Source: an optimization exercise on an open RTL-to-GDS flow (aim: small area, a short achievable clock period and few clock cycles per item). Production flows keep margins and buffers that such runs may drop. Only simulation tests tie the RTL to the original design; equivalence was not proved. Power and IR-drop figures of this design are not reliable: the tool's default activity estimate is inflated in some of its runs.

== run A ==
// shake_chain
module shake_chain (
    input  wire         clk,
    input  wire         rst,
    input  wire         in_valid,
    output wire         in_ready,
    input  wire [63:0]  in_data,
    input  wire [3:0]   in_nbytes,   
    input  wire         in_last,
    input  wire         in_org,      
    output wire         out_valid,
    input  wire         out_ready,
    output wire [255:0] out_hash,
    output wire [31:0]  out_n
);
Size in the first run: ~14,000 cells after synthesis, roughly 2,700 flip-flops, about 0.17 mm² of cells after synthesis.
clock: 6.0 ns
lec_check: 0
cap_margin: 40
core_margin: 2
core_utilization: 25
place_density: 0.55
setup_slack_margin: 2.5
slew_margin: 40
synth_hierarchical: 1
standard.sh (not shown) runs the stock make flow with config.mk's settings and CLKGATE_MAP_FILE= SYNTH_SCRIPT=/design/flow/synth_recipe.tcl, a recipe that flattens the netlist after the stock synthesis.
==> flow/flow/run.sh <==
#!/bin/bash
# The standard layout (standard.sh: the standard flow's synthesis and ORFS flow), with
# two changes to how it sizes cells:
#  - the ports are buffered with plain buffers (buf_2) instead of the
#    delay-type buffer buffer_ports picks by default;
#  - timing repair may swap a cell for one of another footprint.
set -euo pipefail
export BUFFER_PORTS_ARGS="-buffer_cell sky130_fd_sc_hd__buf_2"
bash standard.sh MATCH_CELL_FOOTPRINT=0 finish > standard_flow.log 2>&1
Having completed the whole flow, run A delivered a layout that passed the timing, design-rule and antenna checks.
Testbench counts of run A, summed over its fixed seeds: cycles 14,856, bytes 74,081.
For run B, these inputs were changed with respect to run A:
- changing PLACE_DENSITY from 0.55 to 0.35
==> summary.txt <==
- Run B ended with every stage complete and zero timing, DRC or antenna violations.
- Sort run B and run A by highest cell delay on the worst timing path asc -> top: run B
- Comparing run B and run A, final worst-path cycle share is lower on run A.
- Relative to run A, relative area of clock buffers and inverters in the final design increased by 0.29 points in run B.
- Taking run A as the reference, in run B final core utilization higher, proportion of power drawn by combinational gates higher.
The following lists how run C was set up differently from run B:
- changing SETUP_SLACK_MARGIN from 2.5 to 2.6
- changing PLACE_DENSITY from 0.35 to 0.55
==> flow/run.sh (new file) <==
#!/bin/bash
# synth_recipe.tcl (not shown) runs the flow's synth.tcl, then flattens the netlist and writes it again
# the make line also repeats each setting of config.mk as NAME=value (left out here)
make -C /OpenROAD-flow-scripts/flow DESIGN_CONFIG=/design/flow/config.mk WORK_HOME=/design/flow/orfs CLKGATE_MAP_FILE= SYNTH_SCRIPT=/design/flow/synth_recipe.tcl finish
removed: flow/flow/run.sh
removed: flow/standard.sh
--- outcome ---
- Higher share of total power in the clock network among run C and run B: run B
- [run C] minimum period implied by the final worst setup slack fell 0.13 ns relative to run B
- Run C vs run B — setup slack rose 0.13 ns.
- Compared with run B, in run C total met3 wirelength after detailed routing now sits higher, antenna diode count now sits lower.
Input changes introduced in run D (baseline for comparison: run C):
- PLACE_DENSITY changed from 0.55 to 0.35
==> summary.txt <==
- STATUS clock skew: run D wins against run C
- Run D against run C: per-instance average area after synthesis was more or less identical; detailed-route via count shows a reduction of about 2.3%; power has increased; number of cells after detailed placement moved up; number of optimization iterations in the first detailed-route pass dropped 1.
- Run D against run C; number of instances resized during post-cts repair is down by more than 10%.
- Sort run C and run D by wire length desc -> top: run D
For run E, these inputs were changed with respect to run D:
- a change of SETUP_SLACK_MARGIN from 2.6 to 2.75
- a change of PLACE_DENSITY from 0.35 to 0.55
==> flow/flow/run.sh (new file) <==
#!/bin/bash
# The standard layout (standard.sh: the standard flow's synthesis and ORFS flow), with
# two changes to how it sizes cells:
#  - the ports are buffered with plain buffers (buf_2) instead of the
#    delay-type buffer buffer_ports picks by default;
#  - timing repair may swap a cell for one of another footprint.
set -euo pipefail
export BUFFER_PORTS_ARGS="-buffer_cell sky130_fd_sc_hd__buf_2"
bash standard.sh MATCH_CELL_FOOTPRINT=0 finish > standard_flow.log 2>&1
==> flow/standard.sh (new file) <==
#!/bin/bash
# synth_recipe.tcl (not shown) runs the flow's synth.tcl, then flattens the netlist and writes it again
# the make line also repeats each setting of config.mk as NAME=value (left out here)
make -C /OpenROAD-flow-scripts/flow DESIGN_CONFIG=/design/flow/config.mk WORK_HOME=/design/flow/orfs CLKGATE_MAP_FILE= SYNTH_SCRIPT=/design/flow/synth_recipe.tcl "${@:-finish}"
removed: flow/run.sh
[summary]
Re wire length: run D and run E aren't equal, and the higher value belongs to run D.
Of the two values seen for cell with the biggest individual delay on the critical path, sky130_fd_sc_hd__xor2_4 was produced by run E and sky130_fd_sc_hd__xor2_1 by run D.
Run E vs run D: clock-buffer cell count down by more than 10%
Run E has power below what run D had.
Re final clock period utilization by the worst path: run D and run E aren't equal, and the lower value belongs to run E.
NOTE half-perimeter wire length after placement run D->run E decreased by a little under 10%
Fmax, run E vs run D: up slightly
Result for run D and run E: all clean
From run D to run E the numbers moved as follows: final cell count without fillers decreased by 237 relative to the old numbers; clock power share has decreased; share of final layout cell area taken by clock buffers and inverters decreased 0.35 points.

========
Setup of run a:
shake_chain, a different RTL version from the one above (not shown whole).
For scale: ~14,000 cells after synthesis, about 360 I/O pins.
Settings: LEC_CHECK=0, CAP_MARGIN=40, CORE_MARGIN=2, CORE_UTILIZATION=25, PLACE_DENSITY=0.35, SLEW_MARGIN=40, SYNTH_HIERARCHICAL=1; clock period 6.0 ns.
run.sh (not shown) runs the stock make flow with config.mk's settings and CLKGATE_MAP_FILE= SYNTH_SCRIPT=/design/flow/synth_recipe.tcl, a recipe that flattens the netlist after the stock synthesis.
Stock flow here: none of the scripts above is used.
Testbench counts of run a, summed over its fixed seeds: cycles 14,936, bytes 74,081.
diff inputs: run a => run b
Settings: SETUP_SLACK_MARGIN now 2.6, previously not set.
- Fraction of power consumed by sequential logic essentially unchanged between run b and run a.
- Power density over the cells, run a and run b: larger value in run a
- There was hardly any difference in power dissipated by switching net loads between run a and run b.
- Looking at run a and run b, the combinational power is a wash.

========
Setup of rev 12:
The RTL this note starts from:
==> flow/design.v <==
module keccak_theta_d (
    input  wire [1599:0] s_in,
    output wire [319:0]  d_out
);
    wire [63:0] c [0:4];
    genvar x;
    generate
        for (x = 0; x < 5; x = x + 1) begin : g_c
            assign c[x] = s_in[64*x +: 64] ^ s_in[64*(x+5) +: 64] ^ s_in[64*(x+10) +: 64] ^
                          s_in[64*(x+15) +: 64] ^ s_in[64*(x+20) +: 64];
        end
        for (x = 0; x < 5; x = x + 1) begin : g_d
            assign d_out[64*x +: 64] = c[(x+4)%5] ^ {c[(x+1)%5][62:0], c[(x+1)%5][63]};
        end
    endgenerate
endmodule
module keccak_round (
    input  wire [1599:0] s_in,
    input  wire [4:0]    round,
    output wire [1599:0] s_out
);
    function automatic integer rho_off(input integer x, input integer y);
        case (x + 5 * y)
            0:  rho_off = 0;   1:  rho_off = 1;   2:  rho_off = 62;  3:  rho_off = 28;  4:  rho_off = 27;
            5:  rho_off = 36;  6:  rho_off = 44;  7:  rho_off = 6;   8:  rho_off = 55;  9:  rho_off = 20;
            10: rho_off = 3;   11: rho_off = 10;  12: rho_off = 43;  13: rho_off = 25;  14: rho_off = 39;
            15: rho_off = 41;  16: rho_off = 45;  17: rho_off = 15;  18: rho_off = 21;  19: rho_off = 8;
            20: rho_off = 18;  21: rho_off = 2;   22: rho_off = 61;  23: rho_off = 56;  24: rho_off = 14;
            default: rho_off = 0;
        endcase
    endfunction
    reg [63:0] rc;
    always @* begin
        case (round)
            5'd0: rc = 64'h0000000000000001;
            5'd1: rc = 64'h0000000000008082;
            5'd2: rc = 64'h800000000000808a;
            5'd3: rc = 64'h8000000080008000;
            5'd4: rc = 64'h000000000000808b;
            5'd5: rc = 64'h0000000080000001;
            5'd6: rc = 64'h8000000080008081;
            5'd7: rc = 64'h8000000000008009;
            5'd8: rc = 64'h000000000000008a;
            5'd9: rc = 64'h0000000000000088;
            5'd10: rc = 64'h0000000080008009;
            5'd11: rc = 64'h000000008000000a;
            5'd12: rc = 64'h000000008000808b;
            5'd13: rc = 64'h800000000000008b;
            5'd14: rc = 64'h8000000000008089;
            5'd15: rc = 64'h8000000000008003;
            5'd16: rc = 64'h8000000000008002;
            5'd17: rc = 64'h8000000000000080;
            5'd18: rc = 64'h000000000000800a;
            5'd19: rc = 64'h800000008000000a;
            5'd20: rc = 64'h8000000080008081;
            5'd21: rc = 64'h8000000000008080;
            5'd22: rc = 64'h0000000080000001;
            5'd23: rc = 64'h8000000080008008;
            default: rc = 64'h0;
        endcase
    end
    wire [63:0] a [0:24];
    wire [63:0] d [0:4];
    wire [63:0] b [0:24];
    wire [63:0] o [0:24];
    wire [319:0] d_all;
    keccak_theta_d u_theta (.s_in(s_in), .d_out(d_all));
    genvar x, y;
    generate
        for (x = 0; x < 25; x = x + 1) begin : g_in
            assign a[x] = s_in[64*x +: 64];
        end
        for (x = 0; x < 5; x = x + 1) begin : g_d
            assign d[x] = d_all[64*x +: 64];
        end
        for (x = 0; x < 5; x = x + 1) begin : g_rpx
            for (y = 0; y < 5; y = y + 1) begin : g_rpy
                if (rho_off(x, y) == 0) begin : g_r0
                    assign b[y + 5*((2*x+3*y)%5)] = a[x+5*y] ^ d[x];
                end else begin : g_rn
                    wire [63:0] t = a[x+5*y] ^ d[x];
                    assign b[y + 5*((2*x+3*y)%5)] = {t[63-rho_off(x, y):0], t[63:64-rho_off(x, y)]};
                end
            end
        end
        for (x = 0; x < 5; x = x + 1) begin : g_chx
            for (y = 0; y < 5; y = y + 1) begin : g_chy
                if (x == 0 && y == 0) begin : g_iota
                    assign o[0] = b[0] ^ (~b[1] & b[2]) ^ rc;
                end else begin : g_chi
                    assign o[x+5*y] = b[x+5*y] ^ (~b[(x+1)%5+5*y] & b[(x+2)%5+5*y]);
                end
            end
        end
        for (x = 0; x < 25; x = x + 1) begin : g_out
            assign s_out[64*x +: 64] = o[x];
        end
    endgenerate
endmodule
module shake_chain (
    input  wire         clk,
    input  wire         rst,
    input  wire         in_valid,
    output wire         in_ready,
    input  wire [63:0]  in_data,
    input  wire [3:0]   in_nbytes,   
    input  wire         in_last,
    input  wire         in_org,      
    output wire         out_valid,
    input  wire         out_ready,
    output wire [255:0] out_hash,
    output wire [31:0]  out_n
);
    reg  [1087:0] bbuf;
    reg  [4:0]    wcnt;       
    reg           full;       
    reg           wfirst;     
    reg           fill;       
    reg           padp;       
    reg           b_org;      
    reg           b_first;    
    reg           b_final;    
    reg           rdy;        
    wire consume;
    assign     in_ready = rdy;
    wire       in_fire  = in_valid && rdy;
    wire       wr_fill  = fill && !full;
    wire       first_b  = in_fire && wfirst;
    wire [4:0] wpos     = (first_b && !in_org) ? 5'd4 : wcnt;
    wire       w_end    = (wpos == 5'd16);
    wire       full8    = (in_nbytes == 4'd8);
    wire       end_beat = in_fire && w_end && in_last && !full8;
    reg [63:0] data_p;
    integer i;
    always @* begin
        for (i = 0; i < 8; i = i + 1)
            data_p[8*i +: 8] = (!in_last || (i < in_nbytes)) ? in_data[8*i +: 8] :
                               ((i == in_nbytes) ? 8'h1F : 8'h00);
    end
    wire [63:0] src = fill ? 64'd0 : data_p;
    genvar gl;
    generate
        for (gl = 0; gl < 17; gl = gl + 1) begin : g_lane
            wire en = in_fire ? (wpos == gl) : (wr_fill && wcnt <= gl);
            wire [63:0] d;
            if (gl == 16) begin : g_top
                assign d = src | {(end_beat || wr_fill), 58'd0, {5{wr_fill && padp && wcnt == 5'd16}}};
            end else begin : g_low
                assign d = src | {59'd0, {5{wr_fill && padp && wcnt == gl}}};
            end
            always @(posedge clk) begin
                if (en) bbuf[64*gl +: 64] <= d;
            end
        end
    endgenerate
    reg full_n, fill_n;
    always @* begin
        full_n = full;
        fill_n = fill;
        if (in_fire) begin
            full_n = w_end;
            if (in_last) fill_n = !w_end || full8;
        end else if (wr_fill) begin
            full_n = 1'b1;
            fill_n = 1'b0;
        end else if (consume) begin
            full_n = 1'b0;
        end
    end
    always @(posedge clk) begin
        if (rst) begin
            wcnt    <= 5'd0;
            full    <= 1'b0;
            wfirst  <= 1'b1;
            fill    <= 1'b0;
            padp    <= 1'b0;
            b_org   <= 1'b0;
            b_first <= 1'b0;
            b_final <= 1'b0;
            rdy     <= 1'b1;
        end else begin
            full <= full_n;
            fill <= fill_n;
            rdy  <= !full_n && !fill_n;
            if (in_fire) begin
                wcnt   <= w_end ? 5'd0 : wpos + 5'd1;
                wfirst <= in_last;
                if (first_b) begin
                    b_first <= 1'b1;
                    b_org   <= in_org;
                end else if (wpos == 5'd0) begin
                    b_first <= 1'b0;
                end
                if (w_end) b_final <= in_last && !full8;
                if (in_last) padp <= full8;
            end else if (wr_fill) begin
                wcnt    <= 5'd0;
                b_final <= 1'b1;
                if (wcnt == 5'd0) b_first <= 1'b0;
            end
        end
    end
    reg  [1599:0] st;
    reg  [4:0]    rnd;
    reg           busy;       
    reg           cur_final;  
    reg           cur_org;    
    reg           outv;
    reg           hzero;      
    reg  [31:0]   num;
    wire r_last  = (rnd == 5'd23);
    wire nxt_pkt = full && b_first && !b_org;
    wire c_run   = busy && r_last && (cur_final ? nxt_pkt : full);
    wire c_idle  = !busy && full && (!b_org || !outv);
    assign consume = c_run || c_idle;
    wire stall   = (r_last && !cur_final && !full) || (outv && !out_ready);
    wire hold    = busy ? stall : !c_idle;
    wire hold03  = hold || (c_idle && !b_org && !hzero);
    wire kp03    = busy;
    wire kp_rest = busy && !(r_last && cur_final);
    wire mv03    = consume && !(b_first && !b_org);
    wire mv_mid  = consume;
    wire [1599:0] rnd_out;
    keccak_round u_round (
        .s_in  (st),
        .round (rnd),
        .s_out (rnd_out)
    );
    always @(posedge clk) begin
        if (!hold03)
            st[255:0] <= (rnd_out[255:0] & {256{kp03}}) ^ (bbuf[255:0] & {256{mv03}});
        if (!hold) begin
            st[1087:256]  <= (rnd_out[1087:256] & {832{kp_rest}}) ^ (bbuf[1087:256] & {832{mv_mid}});
            st[1599:1088] <= rnd_out[1599:1088] & {512{kp_rest}};
        end
    end
    always @(posedge clk) begin
        if (rst) begin
            rnd       <= 5'd0;
            busy      <= 1'b0;
            cur_final <= 1'b0;
            cur_org   <= 1'b0;
            outv      <= 1'b0;
            hzero     <= 1'b1;
            num       <= 32'd0;
        end else begin
            if (outv && out_ready) outv <= 1'b0;
            if (consume) begin
                cur_final <= b_final;
                if (b_first) cur_org <= b_org;
            end
            if (busy) begin
                if (!stall) begin
                    rnd <= r_last ? 5'd0 : rnd + 5'd1;
                    if (r_last && cur_final) begin
                        outv  <= 1'b1;
                        hzero <= 1'b0;
                        num   <= cur_org ? 32'd0 : num + 32'd1;
                        busy  <= c_run;
                    end
                end
            end else if (c_idle) begin
                busy <= 1'b1;
                rnd  <= 5'd0;
            end
        end
    end
    assign out_valid = outv;
    assign out_hash  = st[255:0];
    assign out_n     = num;
endmodule
clock: 6.0 ns
lec_check: 0
cap_margin: 40
core_margin: 2
core_utilization: 25
place_density: 0.35
setup_slack_margin: 3.0
slew_margin: 40
synth_hierarchical: 1
standard.sh (not shown) runs the stock make flow with config.mk's settings and CLKGATE_MAP_FILE= SYNTH_SCRIPT=/design/flow/synth_recipe.tcl, a recipe that flattens the netlist after the stock synthesis.
==> flow/flow/run.sh <==
#!/bin/bash
# The standard layout (standard.sh: the standard flow's synthesis and ORFS flow), with
# two changes to how it sizes cells:
#  - the ports are buffered with plain buffers (buf_2) instead of the
#    delay-type buffer buffer_ports picks by default;
#  - timing repair may swap a cell for one of another footprint.
set -euo pipefail
export BUFFER_PORTS_ARGS="-buffer_cell sky130_fd_sc_hd__buf_2"
bash standard.sh MATCH_CELL_FOOTPRINT=0 finish > standard_flow.log 2>&1
Rev 12 went all the way through synthesis, placement and routing and the layout is clean on timing, DRC and antenna.
Testbench counts of rev 12, summed over its fixed seeds: cycles 14,858, bytes 74,081.
[inputs] rev 13 vs rev 12
==> flow/run.sh (new file) <==
#!/bin/bash
# synth_recipe.tcl (not shown) runs the flow's synth.tcl, then flattens the netlist and writes it again
# the make line also repeats each setting of config.mk as NAME=value (left out here)
make -C /OpenROAD-flow-scripts/flow DESIGN_CONFIG=/design/flow/config.mk WORK_HOME=/design/flow/orfs CLKGATE_MAP_FILE= SYNTH_SCRIPT=/design/flow/synth_recipe.tcl finish
==> flow/config.mk <==
export PLATFORM = sky130hd
export DESIGN_NAME = shake_chain
export DESIGN_NICKNAME = shake_chain
export VERILOG_FILES = /design/flow/design.v
export SDC_FILE = /design/flow/constraint.sdc
export NUM_CORES = 4
export LEC_CHECK = 0
export CAP_MARGIN = 15
export CORE_MARGIN = 2
export CORE_UTILIZATION = 35
export CTS_BUF_LIST = sky130_fd_sc_hd__clkbuf_8
export PLACE_DENSITY = 0.5
export SETUP_SLACK_MARGIN = 2.6
export SLEW_MARGIN = 15
export SYNTH_HIERARCHICAL = 1
removed: flow/flow/run.sh
removed: flow/standard.sh
## What came out
Comparing rev 12 against rev 13, there is no change at all in maximum buffer depth of the clock tree. Per the comparison of rev 13 with rev 12, global-route usage rose 12 points; register-to-register slack shrank by 420 ps; multi-input gate share of total cell area increased 2.1 points; least setup slack across all paths after layout has decreased; count of fill cells added during filler insertion shrank by 19,700. Rev 13 against rev 12: number of buffers other than clock buffers in the final layout shrank by 50%; multiplexer area fraction after synthesis held steady.

-- separate check: timing with driven ports --
How much do the figures lean on ideal ports? The routed layouts below were timed once more, with nothing changed but the port constraints.
Step 1 sets driving cells, clkbuf_16 on the clock port and buf_2 on the other inputs (assumed; they add their load-dependent delay and slew).
Step 2 adds t to the input delays and takes it off the output delays; t is the mean of the earliest and latest rising clock arrival at the registers after step 1. Input paths then give back, and output paths get back, about the clock's delay inside the block.
a / b / c = ideal ports / drivers / drivers and shift; a / b = the first two.
run | t, ns | slack for setup (ns) | clock arrival spread, ns | slew at the worst register clock pin (ns) | cell pins on the clock port's net
run A of note 1 | 1.151 | 2.334 / 2.334 / 1.346 | 0.119 / 0.119 | 0.07 / 0.07 | 1
run B of note 1 | 1.173 | 2.313 / 2.313 / 1.635 | 0.089 / 0.089 | 0.07 / 0.07 | 1
run C of note 1 | 1.160 | 2.442 / 2.442 / 1.498 | 0.142 / 0.142 | 0.07 / 0.07 | 1
run D of note 1 | 1.192 | 2.461 / 2.461 / 1.488 | 0.085 / 0.085 | 0.07 / 0.07 | 1
run E of note 1 | 1.164 | 2.506 / 2.506 / 1.551 | 0.127 / 0.128 | 0.07 / 0.07 | 1
run a of note 2 | 1.203 | 1.847 / 1.701 / 1.420 | 0.086 / 0.086 | 0.08 / 0.08 | 1
run b of note 2 | 1.207 | 2.484 / 2.484 / 1.730 | 0.085 / 0.085 | 0.08 / 0.08 | 1
rev 12 | 1.202 | 2.810 / 2.788 / 1.794 | 0.107 / 0.106 | 0.07 / 0.07 | 1
rev 13 | 1.435 | 2.394 / 2.341 / 1.277 | 0.098 / 0.098 | 0.07 / 0.07 | 1
After both steps every run listed still meets setup and hold. The setup slack of rev 13, which loses most, moves by -0.053 ns with the drivers and by -1.117 ns with both steps.
